Source: an optimization exercise on an open RTL-to-GDS flow (aim: small area and a short achievable clock period). Production flows keep margins and buffers that such runs may drop.
For this run, only the layout was checked, not whether the RTL still works.
Power is estimated from default activity; no workload was simulated.

$ cat flow/config.mk
export PLATFORM = sky130hd
export DESIGN_NAME = pst_rx
export DESIGN_NICKNAME = pst_rx
export VERILOG_FILES = /design/flow/design.v
export SDC_FILE = /design/flow/constraint.sdc
export NUM_CORES = 4
export LEC_CHECK = 0
export CAP_MARGIN = 20
export CORE_MARGIN = 2
export CORE_UTILIZATION = 40
export PLACE_DENSITY = 0.6
export SLEW_MARGIN = 20
$ cat flow/constraint.sdc
create_clock -name core_clock -period 13.0 [get_ports {clk}]
set_input_delay 2.6000 -clock core_clock [delete_from_list [all_inputs] [get_ports {clk}]]
set_output_delay 2.6000 -clock core_clock [all_outputs]
set_load 0.01 [all_outputs]
$ cat flow/design.v
module pst_phy_rx (
    input  wire        clk,
    input  wire        rst,            
    input  wire        in_valid,       
    input  wire [65:0] in_data,        
    input  wire        inv_auto,       
    input  wire        restart,        
    input  wire        lockloss_clr,   
    output reg         out_valid,      
    output reg         out_ctrl,       
    output wire [63:0] out_data,       
    output wire        locked,         
    output wire        rx_inv,         
    output wire        inv_event,      
    output reg  [31:0] blkerr,         
    output reg  [15:0] lockloss        
);
    reg  [65:0] prev_word;     
    reg  [6:0]  boundary;      
    reg  [5:0]  hunt_cnt;      
    reg  [63:0] err_hist;      
    reg  [3:0]  err_cnt;       
    reg  [63:0] scr_blk;       
    reg         scr_new;       
    reg  [57:0] scr_state;     
    reg         locked_q;      
    reg         rx_inv_q;      
    reg         inv_pend;      
    reg         inv_cand;      
    reg  [5:0]  inv_run_q;     
    wire [121:0] scr_ext = {scr_blk, scr_state};
    reg  [63:0]  payload;
    integer j;
    always @(*) begin
        for (j = 0; j < 64; j = j + 1)
            payload[j] = scr_ext[58 + j] ^ scr_ext[19 + j] ^ scr_ext[j];
    end
    assign out_data = payload;
    wire [63:0] cpl = ~payload;
    wire is_train   = (cpl[7:0] == 8'h01) && (cpl[15:12] == 4'h0) &&
                      (cpl[63:16] == 48'h3C3C_3C3C_3C3C);
    wire is_losidle = (cpl[7:0] == 8'h02) && (cpl[8] == 1'b0);
    wire is_idle    = (cpl[7:0] == 8'h03) && (cpl[63:8] == 56'd0);
    wire is_cpl     = is_train || is_losidle || is_idle;
    wire fire = inv_cand & is_cpl;
    assign inv_event = fire;
    assign locked    = locked_q & ~fire;
    assign rx_inv    = rx_inv_q | fire;
    wire [5:0] inv_run = !inv_pend ? inv_run_q :
                         (is_cpl && !fire) ? (inv_run_q == 6'd32 ? 6'd32 : inv_run_q + 6'd1) :
                         6'd0;
    wire [65:0]  word    = in_data ^ {66{rx_inv}};
    wire [131:0] window  = {word, prev_word};
    wire [131:0] shifted = window >> boundary;
    wire [63:0]  scrambled = shifted[65:2];
    wire         h0 = prev_word[boundary];
    wire [66:0]  pw1 = {1'b0, prev_word} >> boundary;
    wire         h1 = (boundary == 7'd65) ? word[0] : pw1[1];
    wire         hdr_valid = h0 ^ h1;
    wire         hdr_data  = h1;           
    wire cut     = in_valid & ~restart;
    wire lk_cut  = cut & locked;
    wire drop    = lk_cut & ~hdr_valid & (err_cnt == 4'd15) & ~err_hist[63];
    always @(posedge clk) begin
        if (in_valid)
            prev_word[65:2] <= word[65:2];
        scr_blk <= scrambled;
        scr_new <= in_valid;
        if (scr_new)
            scr_state <= scr_blk[63:6];
        out_ctrl <= h0;
        if (cut)
            err_hist <= {err_hist[62:0], ~hdr_valid};
        if (!locked)
            err_cnt <= 4'd0;
        else if (cut)
            err_cnt <= err_cnt + {3'd0, ~hdr_valid} - {3'd0, err_hist[63]};
        if (rst) begin
            prev_word[1:0] <= 2'd0;
            boundary  <= 7'd0;
            hunt_cnt  <= 6'd0;
            out_valid <= 1'b0;
            locked_q  <= 1'b0;
            rx_inv_q  <= 1'b0;
            inv_pend  <= 1'b0;
            inv_cand  <= 1'b0;
            inv_run_q <= 6'd0;
            blkerr    <= 32'd0;
            lockloss  <= 16'd0;
        end else begin
            if (in_valid)
                prev_word[1:0] <= word[1:0];
            out_valid <= lk_cut & hdr_valid;
            inv_pend  <= lk_cut & hdr_valid & hdr_data & ~drop;
            inv_cand  <= lk_cut & hdr_valid & hdr_data & ~drop & inv_auto &
                         (inv_run[5] | (&inv_run[4:0]));
            rx_inv_q  <= rx_inv & ~restart;
            locked_q  <= locked;
            inv_run_q <= inv_run;
            if (lockloss_clr)
                lockloss <= 16'd0;
            if (lk_cut & ~hdr_valid)
                blkerr <= blkerr + 32'd1;
            if (drop && (lockloss != 16'hFFFF || lockloss_clr))
                lockloss <= lockloss_clr ? 16'd1 : lockloss + 16'd1;
            if (restart) begin
                locked_q  <= 1'b0;
                hunt_cnt  <= 6'd0;
                inv_run_q <= 6'd0;
            end else if (in_valid) begin
                if (!locked) begin
                    if (hdr_valid) begin
                        hunt_cnt <= hunt_cnt + 6'd1;
                        if (hunt_cnt == 6'd63)
                            locked_q <= 1'b1;
                    end else begin
                        hunt_cnt <= 6'd0;
                        boundary <= (boundary == 7'd65) ? 7'd0 : boundary + 7'd1;
                    end
                    inv_run_q <= 6'd0;
                end else begin
                    if (drop)
                        locked_q <= 1'b0;
                    if (!(hdr_valid & hdr_data) | drop)
                        inv_run_q <= 6'd0;
                end
            end
        end
    end
endmodule
module pst_frame_rx (
    input  wire        clk,
    input  wire        rst,             
    input  wire        blk_valid,       
    input  wire        blk_ctrl,        
    input  wire [63:0] blk_data,        
    input  wire        locked,          
    output reg         fr_sof,          
    output reg         fr_valid,        
    output reg  [63:0] fr_data,
    output reg         fr_end,          
    output reg         fr_good,         
    output reg  [15:0] frame_ok,        
    output reg  [15:0] frame_err        
);
    localparam [7:0] T_OWN  = 8'h10;
    localparam [7:0] T_SOF  = 8'h11;
    localparam [7:0] T_EOF  = 8'h12;
    localparam [7:0] T_MARK = 8'h13;
    localparam [31:0] CRC_IDLE = 32'hF0958FC8;
    reg        run_take;         
    reg [5:0]  run_left;         
    wire       run_active = |run_left;
    reg        in_frame;
    reg [5:0]  f_rem;            
    reg [31:0] f_crc;            
    function type_len_ok;
        input [7:0] t;
        input [4:0] len;
        begin
            case (t)
                8'h01:   type_len_ok = (len == 5'd8);
                8'h02:   type_len_ok = (len == 5'd6);
                8'h03:   type_len_ok = (len == 5'd8);
                8'h04:   type_len_ok = (len >= 5'd1);
                8'h05:   type_len_ok = (len == 5'd3);
                8'h06:   type_len_ok = (len == 5'd0) || (len == 5'd4);
                8'h07:   type_len_ok = (len >= 5'd2);
                default: type_len_ok = 1'b0;
            endcase
        end
    endfunction
    wire [7:0] btype   = blk_data[7:0];
    wire       is_mark = blk_ctrl && (btype == T_MARK);
    wire       is_own  = blk_ctrl && (btype == T_OWN);
    wire       is_sof  = blk_ctrl && (btype == T_SOF);
    wire       is_eof  = blk_ctrl && (btype == T_EOF);
    wire       is_data = !blk_ctrl;
    wire [31:0] crc_next;
    pst_crc64 u_crc (.c(f_crc), .d(blk_data), .q(crc_next));
    wire        eof_good = (blk_data[39:8] == ~f_crc) && (f_rem == 6'd0);
    wire        blk      = locked && blk_valid && !is_mark;
    wire        in_run   = blk && run_active;
    wire        last_blk = run_left == 6'd1;
    wire        take     = in_run && run_take;
    wire        open_sof = take && !in_frame && is_sof;
    wire        dat      = take && in_frame && is_data;
    wire        close    = take && in_frame && !is_data;        
    wire        good     = close && is_eof && eof_good;
    wire        end_bad  = (!locked && in_frame) ||
                           ((open_sof || dat) && last_blk) || (close && !good);
    wire        frame_nx = in_frame ? (locked && !(take && (close || (dat && last_blk))))
                                    : (open_sof && !last_blk);
    always @(posedge clk) begin
        fr_data <= blk_data;
        if (!frame_nx)
            f_crc <= CRC_IDLE;
        else if (open_sof || dat)
            f_crc <= crc_next;
        if (open_sof)
            f_rem <= type_len_ok(blk_data[15:8], blk_data[20:16]) ?
                     {1'b0, blk_data[20:16]} : 6'd63;
        else if (dat)
            f_rem <= f_rem - 6'd1;
        if (rst) begin
            run_take   <= 1'b0;
            run_left   <= 6'd0;
            in_frame   <= 1'b0;
            f_crc      <= CRC_IDLE;
            fr_sof     <= 1'b0;
            fr_valid   <= 1'b0;
            fr_end     <= 1'b0;
            fr_good    <= 1'b0;
            frame_ok   <= 16'd0;
            frame_err  <= 16'd0;
        end else begin
            fr_sof   <= open_sof;
            fr_valid <= dat;
            fr_end   <= end_bad || good;
            fr_good  <= good;
            in_frame <= frame_nx;
            if (good)
                frame_ok <= frame_ok + 16'd1;
            if (end_bad)
                frame_err <= frame_err + 16'd1;
            if (!locked) begin
                run_take <= 1'b0;
                run_left <= 6'd0;
            end else if (blk) begin
                if (!run_active) begin
                    if (is_own) begin
                        run_left <= blk_data[21:16];
                        run_take <= blk_data[24];
                    end
                end else begin
                    run_left <= run_left - 6'd1;
                end
            end
        end
    end
endmodule
module pst_crc64 (
    input  wire [31:0] c,
    input  wire [63:0] d,
    output wire [31:0] q
);
    wire [31:0] x = c ^ d[31:0];
    wire t64 = x[3] ^ x[13];
    wire t65 = x[4] ^ d[39];
    wire t66 = x[11] ^ d[32];
    wire t67 = x[6] ^ x[16];
    wire t68 = x[7] ^ x[12];
    wire t69 = d[36] ^ d[54];
    wire t70 = x[5] ^ x[15];
    wire t71 = x[8] ^ d[37];
    wire t72 = x[9] ^ d[38];
    wire t73 = x[19] ^ d[34];
    wire t74 = x[30] ^ d[55];
    wire t75 = x[10] ^ d[56];
    wire t76 = d[47] ^ t64;
    wire t77 = x[1] ^ x[14];
    wire t78 = x[0] ^ d[35];
    wire t79 = x[31] ^ d[61];
    wire t80 = d[45] ^ t66;
    wire t81 = x[20] ^ d[40];
    wire t82 = x[2] ^ d[59];
    wire t83 = x[21] ^ d[41];
    wire t84 = x[22] ^ d[42];
    wire t85 = d[50] ^ d[57];
    wire t86 = x[23] ^ d[43];
    wire t87 = x[24] ^ d[44];
    wire t88 = x[25] ^ d[52];
    wire t89 = x[26] ^ d[46];
    wire t90 = d[48] ^ d[60];
    wire t91 = x[17] ^ d[63];
    wire t92 = d[33] ^ d[58];
    wire t93 = x[27] ^ d[49];
    wire t94 = x[29] ^ d[51];
    wire t95 = x[18] ^ t70;
    wire t96 = d[62] ^ t85;
    wire t97 = t67 ^ t69;
    wire t98 = d[53] ^ t83;
    wire t99 = t65 ^ t75;
    wire t100 = d[63] ^ t71;
    wire t101 = t74 ^ t90;
    wire t102 = x[28] ^ t89;
    wire t103 = d[35] ^ t72;
    wire t104 = t68 ^ t84;
    wire t105 = x[5] ^ t79;
    wire t106 = x[28] ^ d[34];
    wire t107 = x[12] ^ d[60];
    wire t108 = x[13] ^ d[51];
    wire t109 = d[39] ^ d[58];
    wire t110 = t73 ^ t81;
    wire t111 = x[11] ^ t82;
    wire t112 = x[19] ^ t77;
    wire t113 = x[20] ^ t86;
    wire t114 = t65 ^ t108;
    wire t115 = x[7] ^ t87;
    wire t116 = x[9] ^ t91;
    wire t117 = t88 ^ t94;
    wire t118 = d[61] ^ t104;
    wire t119 = x[25] ^ t80;
    wire t120 = t68 ^ t102;
    wire t121 = t76 ^ t78;
    wire t122 = t93 ^ t100;
    wire t123 = x[17] ^ d[37];
    wire t124 = x[31] ^ d[36];
    wire t125 = x[18] ^ d[56];
    wire t126 = d[38] ^ d[40];
    wire t127 = x[3] ^ x[22];
    wire t128 = x[8] ^ d[45];
    wire t129 = x[24] ^ d[33];
    wire t130 = x[12] ^ d[54];
    wire t131 = x[26] ^ d[53];
    wire t132 = d[32] ^ d[57];
    wire t133 = d[59] ^ d[62];
    wire t134 = x[4] ^ x[23];
    wire t135 = x[27] ^ t77;
    wire t136 = t78 ^ t107;
    wire t137 = d[41] ^ t92;
    wire t138 = x[21] ^ t82;
    wire t139 = d[34] ^ t109;
    wire t140 = x[15] ^ t67;
    wire t141 = d[44] ^ t70;
    wire t142 = d[46] ^ t71;
    wire t143 = x[16] ^ t72;
    wire t144 = d[49] ^ t79;
    wire t145 = d[33] ^ t95;
    wire t146 = t81 ^ t98;
    wire t147 = x[2] ^ t80;
    wire t148 = t88 ^ t101;
    wire t149 = t96 ^ t116;
    wire t150 = t95 ^ t97;
    wire t151 = d[47] ^ t122;
    wire t152 = x[10] ^ x[17];
    wire t153 = d[49] ^ d[55];
    wire t154 = x[2] ^ d[36];
    wire t155 = x[0] ^ d[38];
    wire t156 = d[42] ^ d[62];
    wire t157 = d[43] ^ d[57];
    wire t158 = x[29] ^ d[48];
    wire t159 = d[39] ^ d[44];
    wire t160 = d[37] ^ d[50];
    wire t161 = x[13] ^ x[14];
    wire t162 = d[42] ^ d[59];
    wire t163 = x[6] ^ x[18];
    wire t164 = x[0] ^ x[14];
    wire t165 = x[1] ^ x[8];
    wire t166 = x[30] ^ d[50];
    wire t167 = d[48] ^ t92;
    wire t168 = t66 ^ t74;
    wire t169 = t78 ^ t123;
    wire t170 = t106 ^ t124;
    wire t171 = x[1] ^ t66;
    wire t172 = x[29] ^ t125;
    wire t173 = t64 ^ t71;
    wire t174 = t73 ^ t84;
    wire t175 = d[52] ^ t75;
    wire t176 = t86 ^ t155;
    wire t177 = d[40] ^ t87;
    wire t178 = d[53] ^ t93;
    wire t179 = x[16] ^ t69;
    wire t180 = x[21] ^ t106;
    wire t181 = x[28] ^ t127;
    wire t182 = x[27] ^ t130;
    wire t183 = t131 ^ t132;
    wire t184 = x[31] ^ t73;
    wire t185 = d[55] ^ t91;
    wire t186 = x[11] ^ t92;
    wire t187 = t64 ^ t133;
    wire t188 = t65 ^ t103;
    wire t189 = t97 ^ t167;
    wire t190 = t110 ^ t152;
    wire t191 = t68 ^ t111;
    wire t192 = t136 ^ t174;
    wire t193 = d[57] ^ t113;
    wire t194 = t77 ^ t139;
    wire t195 = x[4] ^ t142;
    wire t196 = d[43] ^ t76;
    wire t197 = t115 ^ t180;
    wire t198 = t117 ^ t181;
    wire t199 = t111 ^ t182;
    wire t200 = t99 ^ t161;
    wire t201 = x[30] ^ t96;
    wire t202 = x[9] ^ t101;
    wire t203 = t99 ^ t112;
    wire t204 = t141 ^ t144;
    wire t205 = t67 ^ t76;
    wire t206 = d[46] ^ t114;
    wire t207 = t90 ^ t103;
    wire t208 = t105 ^ t134;
    wire t209 = x[24] ^ t105;
    wire t210 = x[6] ^ t118;
    wire t211 = x[23] ^ t147;
    wire t212 = d[41] ^ t148;
    wire t213 = t120 ^ t121;
    wire t214 = t120 ^ t160;
    wire t215 = t138 ^ t149;
    wire t216 = d[54] ^ t121;
    wire t217 = t150 ^ t151;
    assign q[0] = ((t188 ^ t189) ^ (t190 ^ (t168 ^ ((d[52] ^ x[3]) ^ t135))));
    assign q[1] = ((t145 ^ t146) ^ (t191 ^ ((t153 ^ t169) ^ (t170 ^ t99))));
    assign q[2] = ((((t83 ^ t85) ^ (x[5] ^ t126)) ^ (t171 ^ t172)) ^ ((t173 ^ t97) ^ t192));
    assign q[3] = (t210 ^ (((t112 ^ t114) ^ (t137 ^ t169)) ^ ((t74 ^ (t154 ^ t72)) ^ t193)));
    assign q[4] = (((t176 ^ t95) ^ (t81 ^ (t124 ^ t156))) ^ (t194 ^ ((t115 ^ t138) ^ (t173 ^ t175))));
    assign q[5] = ((t98 ^ ((d[60] ^ t127) ^ (t157 ^ t82))) ^ (((t100 ^ t112) ^ (t140 ^ t177)) ^ (t119 ^ t188)));
    assign q[6] = ((((t135 ^ t141) ^ (t89 ^ (d[35] ^ t73))) ^ t210) ^ (t211 ^ t212));
    assign q[7] = (t213 ^ ((t140 ^ t178) ^ (((d[56] ^ t128) ^ (t129 ^ t154)) ^ ((t156 ^ t79) ^ t113))));
    assign q[8] = ((t196 ^ t197) ^ ((t149 ^ t195) ^ (t179 ^ (((d[32] ^ x[25]) ^ t158) ^ t135))));
    assign q[9] = ((t198 ^ ((((x[1] ^ x[26]) ^ t159) ^ t110) ^ t147)) ^ t217);
    assign q[10] = (t214 ^ (((((x[10] ^ x[29]) ^ t69) ^ t98) ^ t194) ^ t211));
    assign q[11] = ((((t84 ^ t94) ^ t142) ^ t199) ^ (t76 ^ (((d[35] ^ x[15]) ^ t126) ^ (t129 ^ t74))));
    assign q[12] = (t212 ^ ((t143 ^ t170) ^ (t76 ^ ((t65 ^ t86) ^ (x[14] ^ (d[56] ^ x[12]))))));
    assign q[13] = (((t144 ^ t177) ^ t200) ^ (t183 ^ (((d[35] ^ d[42]) ^ t123) ^ (t158 ^ t70))));
    assign q[14] = ((t137 ^ (t93 ^ ((d[43] ^ x[14]) ^ t126))) ^ (t201 ^ (t119 ^ t150)));
    assign q[15] = (t214 ^ ((t184 ^ t185) ^ ((t137 ^ t140) ^ (t162 ^ (d[51] ^ t159)))));
    assign q[16] = ((t196 ^ t202) ^ (t203 ^ (((t162 ^ t163) ^ (t69 ^ t94)) ^ ((x[7] ^ t128) ^ t186))));
    assign q[17] = ((t202 ^ t204) ^ ((t175 ^ ((t157 ^ t164) ^ t110)) ^ (t191 ^ t195)));
    assign q[18] = (((t96 ^ t98) ^ t204) ^ (t205 ^ ((((d[58] ^ x[20]) ^ t107) ^ (t165 ^ t75)) ^ (t103 ^ t80))));
    assign q[19] = (t215 ^ ((((x[10] ^ t164) ^ t80) ^ t118) ^ (t189 ^ t206)));
    assign q[20] = (((t113 ^ (((d[32] ^ x[19]) ^ (x[22] ^ x[30])) ^ (t133 ^ t68))) ^ (t206 ^ t207)) ^ t217);
    assign q[21] = (t216 ^ (((((d[58] ^ d[60]) ^ t166) ^ t171) ^ t122) ^ (t197 ^ t208)));
    assign q[22] = ((t198 ^ t199) ^ (t209 ^ ((((d[62] ^ x[16]) ^ t109) ^ (t128 ^ t166)) ^ t190)));
    assign q[23] = (((t163 ^ (x[31] ^ t134)) ^ (t168 ^ t187)) ^ (t146 ^ ((t102 ^ t116) ^ (t117 ^ t136))));
    assign q[24] = (((t185 ^ ((x[11] ^ x[26]) ^ t104)) ^ (t205 ^ t207)) ^ (t209 ^ ((t139 ^ t172) ^ t146)));
    assign q[25] = (((t186 ^ t187) ^ t118) ^ (t193 ^ (((d[34] ^ t125) ^ (t153 ^ t165)) ^ ((t83 ^ t88) ^ t143))));
    assign q[26] = (t215 ^ (t200 ^ ((((d[58] ^ x[8]) ^ t131) ^ (t86 ^ t87)) ^ t192)));
    assign q[27] = (((t91 ^ ((d[45] ^ d[59]) ^ (d[61] ^ x[22]))) ^ t145) ^ (t148 ^ (((t132 ^ t67) ^ (t73 ^ t87)) ^ (t114 ^ t176))));
    assign q[28] = (((t115 ^ t178) ^ t119) ^ (t208 ^ (((t69 ^ t72) ^ (t75 ^ t89)) ^ ((x[3] ^ (d[62] ^ x[18])) ^ t101))));
    assign q[29] = (t151 ^ ((((t129 ^ t130) ^ (x[6] ^ (d[55] ^ x[19]))) ^ (t102 ^ t105)) ^ ((t96 ^ t99) ^ t119)));
    assign q[30] = (t213 ^ ((t179 ^ ((x[5] ^ t91) ^ t117)) ^ (t201 ^ t203)));
    assign q[31] = (t216 ^ (((t100 ^ t143) ^ (t183 ^ t184)) ^ ((t94 ^ (x[2] ^ (d[39] ^ x[10]))) ^ t145)));
endmodule
module pst_rx (
    input  wire        clk,
    input  wire        rst,            
    input  wire        in_valid,       
    input  wire [65:0] in_data,        
    input  wire        inv_auto,       
    input  wire        restart,        
    input  wire        lockloss_clr,   
    output wire        blk_valid,
    output wire        blk_ctrl,
    output wire [63:0] blk_data,
    output wire        locked,
    output wire        rx_inv,
    output wire        inv_event,
    output wire [31:0] blkerr,
    output wire [15:0] lockloss,
    output wire        fr_sof,
    output wire        fr_valid,
    output wire [63:0] fr_data,
    output wire        fr_end,
    output wire        fr_good,
    output wire [15:0] frame_ok,
    output wire [15:0] frame_err
);
    pst_phy_rx u_phy (
        .clk(clk), .rst(rst), .in_valid(in_valid), .in_data(in_data),
        .inv_auto(inv_auto), .restart(restart), .lockloss_clr(lockloss_clr),
        .out_valid(blk_valid), .out_ctrl(blk_ctrl), .out_data(blk_data),
        .locked(locked), .rx_inv(rx_inv), .inv_event(inv_event),
        .blkerr(blkerr), .lockloss(lockloss));
    pst_frame_rx u_frame (
        .clk(clk), .rst(rst),
        .blk_valid(blk_valid), .blk_ctrl(blk_ctrl), .blk_data(blk_data),
        .locked(locked),
        .fr_sof(fr_sof), .fr_valid(fr_valid), .fr_data(fr_data),
        .fr_end(fr_end), .fr_good(fr_good),
        .frame_ok(frame_ok), .frame_err(frame_err));
endmodule
$ cat flow/run.sh
#!/bin/bash
# synth_recipe.tcl (not shown) runs the flow's synth.tcl, then flattens the netlist and writes it again
# the make line also repeats each setting of config.mk as NAME=value (left out here)
make -C /OpenROAD-flow-scripts/flow DESIGN_CONFIG=/design/flow/config.mk WORK_HOME=/design/flow/orfs CLKGATE_MAP_FILE= SYNTH_SCRIPT=/design/flow/synth_recipe.tcl finish
==> impl_metrics.tcl <==
set metrics [dict create \
    core_area_sq_um 81700 \
    drt-pass1-iter-count 5 \
    boundaryPins 289 \
    internal_power_of_the_cells_uw 5040 \
    area.sequential_sq_um 11500 \
    num_rows 105 \
    worstSetupEndpointType "output pin" \
    ys_dominant_reg_cell "dfxtp_1" \
    ys_ff_latch 476 \
    drt_iter0_markers 2355 \
    yosys_warnings 2 \
    multi_input_area_sq_um 20200 \
    clock_path_buffers 3 \
    distinct_cell_type_count_after_synthesis 110 \
    cts_buffers 53 \
    worst_setup_path_start_kind "flip-flop" \
    dr_wl_met2_mm 53.6 \
    vdd_drop_max_mv 0.245 \
    clock_sinks 476 \
    avgRoutedWirePerCell_microns 25.2 \
    status "finished clean" \
    final_wirelength_mm 116 \
    antenna_violating_nets_post_route 0 \
    clockPowerShare 0.168 \
    cts_repair_resize_count 0 \
    timing.setup.tns_ns 0 \
    max-slew-margin-rel 0.247 \
    met1Wirelength_mm 47.1 \
    maxCapViolations 0 \
    asyncSetResetFlopFracSynth 0 \
    filler_cell_count_in_the_final_layout 7758 \
    post-route-drc-count 0 \
    fin_worst_skew_ns 0.0511 \
    post_synth_edffs 192 \
    setup.worst_path.class "flip-flop to output pin" \
    top_layer_used "met5" \
    switchingPower_uw 4100 \
    die-width_microns 291 \
    finish.net_count 3574 \
    syn_to_final_growth_pct 16.6 \
    yosysMostFrequentCell "xnor2_1" \
    dp_hpwl_mm 89.4 \
    global_route.overflow_total 0 \
    htree_num_levels 2 \
    number_of_global_route_vias_before_repair 24794 \
    cts_setup_buffers 0 \
    timing.fmax_ghz 0.142 \
    post-synth-top-area-fraction 0.175 \
    synth.top_cells.by_count "556 x xnor2_1, 355 x nand2_1, 288 x nor2_1, 284 x dfxtp_1, 192 x edfxtp_1" \
    ys_seq_area_frac 0.349 \
    grt_antenna_before_repair 3 \
    grt_usage 0.266 \
    met3_wirelength_mm 8.34 \
    grt_first_pass_wirelength_mm 169 \
    grt_start_max_net_pins 136 \
    fp.dieArea_sq_um 84400 \
    report.final.slew_viol_count 0 \
    synth_area_sq_um 32900 \
    buffer_ports.inserted 288 \
    critPathRequiredTime_ns 10.40 \
    vias 26204 \
    worst-path-max-fanout 57 \
    setup-violations-final 0 \
    post_route_cells_drive_above_1_share 0.0978 \
    final-hold-violation-count 0 \
    tritoncts "built" \
    cts.root.buffer_cell "clkbuf_16" \
    grt_setup_unrepaired "false" \
    initial_utilization 0.402 \
    worstMarginPinSlew_ns 1.12 \
    clock_insertion_delay_worst_skew_ns 0.65 \
    fin_crit_sh 0.542 \
    routabilityCongestion 1.02 \
    path_clk_slew_ns 0.06 \
    cts.hold.buffers_added 0 \
    hold_class "flip-flop to flip-flop" \
    seq_power_share 0.193 \
    netlist.top_cell.by_area "edfxtp_1" \
    die_height_microns 291 \
    swShare 0.449 \
    post_synth.cell_area_avg_sq_um 9.95 \
    placed_cell_area_sq_um 36500 \
    finalCriticalPeriod_ns 7.05 \
    mappedNetlistNets 3392 \
    layout.cell_area.non_filler_sq_um 38300 \
    worst-endpoint-arrival_ns 4.45 \
    power-per-cell-area_nw_per_um2 239 \
    synth_area_leaders "edfxtp_1 18%, dfxtp_1 17%, xnor2_1 15%" \
    drt-vias-per-instance 5.70 \
    share_comb_of_total_power 0.639 \
    p_leak_uw 0.0141 \
    syn_inst 3301 \
]
-- flip-flops by register name, summed over array words and instances, names as in the netlist, 32 cells and up --
name,cells
u_phy.err_hist,64
u_frame.fr_data,64
u_phy.scr_state,58
u_phy.blkerr,32
u_frame.f_crc,32
u_phy.prev_word,66
u_phy.scr_blk,64
-- power by group through the flow --
stage | Clock (uW) | Combinational (uW) | Sequential, uW
2_1_floorplan | 0 | 3970 | 1800
3_3_place_gp | 0 | 5810 | 1790
3_5_place_dp | 0 | 5780 | 1800
4_1_cts | 1570 | 5800 | 1770
5_1_grt | 1630 | 6080 | 1780
6_report | 1530 | 5840 | 1770
-- layout by cell type (no fill, tap or decap), types with 43 or more instances in the layout --
master,synthesis,routed
nand4_1,43,43
nor3_1,44,44
edfxtp_1,192,192
xor2_1,153,153
nand3_1,56,56
xnor2_1,556,556
o21ai_0,99,99
nor2_1,288,288
a21oi_1,138,138
xnor3_1,52,52
nand2_1,355,355
clkbuf_16,0,57
mux4_2,111,111
dfxtp_1,284,276
mux2i_1,157,157
clkdlybuf4s50_1,0,286
inv_1,82,80
-- final timing paths --
check,from,to,slack [ns],depth (start not counted)
hold reg to reg,u_phy.scr_blk[33],u_phy.scr_state[27],0.40,0
setup reg to reg,u_phy.boundary[1],u_phy.lockloss[10],6.87,15
hold / removal,u_phy.scr_blk[33],u_phy.scr_state[27],0.40,0
setup / recovery,u_phy.scr_blk[1],rx_inv,5.95,10
-- through the flow --
step | util | hold WS (ns) | total power [uW] | setup WS (ns) | instances
after floorplan | - | 0.400 | 5770 | 7.64 | 3301
after global placement | 0.447 | 0.402 | 7600 | 6.55 | 4498
after detailed placement | 0.447 | 0.405 | 7580 | 6.45 | 4498
after CTS | 0.469 | 0.400 | 9140 | 5.98 | 4597
after global routing | 0.469 | 0.418 | 9480 | 5.79 | 4598
final | 0.469 | 0.403 | 9140 | 5.95 | 4601
-- worst max-delay path, stage by stage (launching register included) --
cell             delay, ns
dfxtp_1               0.49
xor2_1                0.26
xnor2_2               0.19
inv_2                 0.22
nor4bb_1              0.30
o2111ai_1             0.25
o22ai_2               0.35
a21oi_4               0.16
clkinv_2              0.06
buf_4                 0.76
clkdlybuf4s50_1       0.71
-- layout make-up --
cell class,instances,share of cell area
multi-input combinational,2539,0.527
sequential,476,0.299
timing repair buffer,323,0.0826
clock buffer,80,0.0419
tap,1070,0.0349
inverter,90,0.00888
clock inverter,19,0.00526
antenna,4,0.000261
-- cell families after synthesis --
family / synth area share
buf+inv: 0.0376
flops: 0.349
simple gates: 0.131
mux: 0.130
fa+ha+maj: 0.00746
compound gates: 0.102
xor+xnor: 0.243
-- routing by layer --
layer | vias to the layer above | track usage
met5 | - | 0
met4 | 2 | 0.134
met3 | 277 | 0.0361
met2 | 1240 | 0.431
met1 | 12665 | 0.350
li1 | 12020 | -

==> separate check: timing with driven ports <==
The flow's constraints put no driver on any port. The routed layout listed below was extracted and timed again, unchanged, in two steps.
Step 1 sets driving cells, clkbuf_16 on the clock port and buf_2 on the other inputs (assumed; they add their load-dependent delay and slew).
Step 2 adds t to the input delays and takes it off the output delays; t is the mean of the earliest and latest rising clock arrival at the registers after step 1. Input paths then give back, and output paths get back, about the clock's delay inside the block.
Three values: ideal ports, drivers, drivers and shift; two values: the first two.
t (ns): 0.691
slack for setup (ns): 5.952 / 5.887 / 6.348
cell pins on the clock port's net: 1
After both steps setup and hold are still met in this run. The setup slack of this run moves by -0.065 ns with the drivers and by +0.396 ns with both steps.
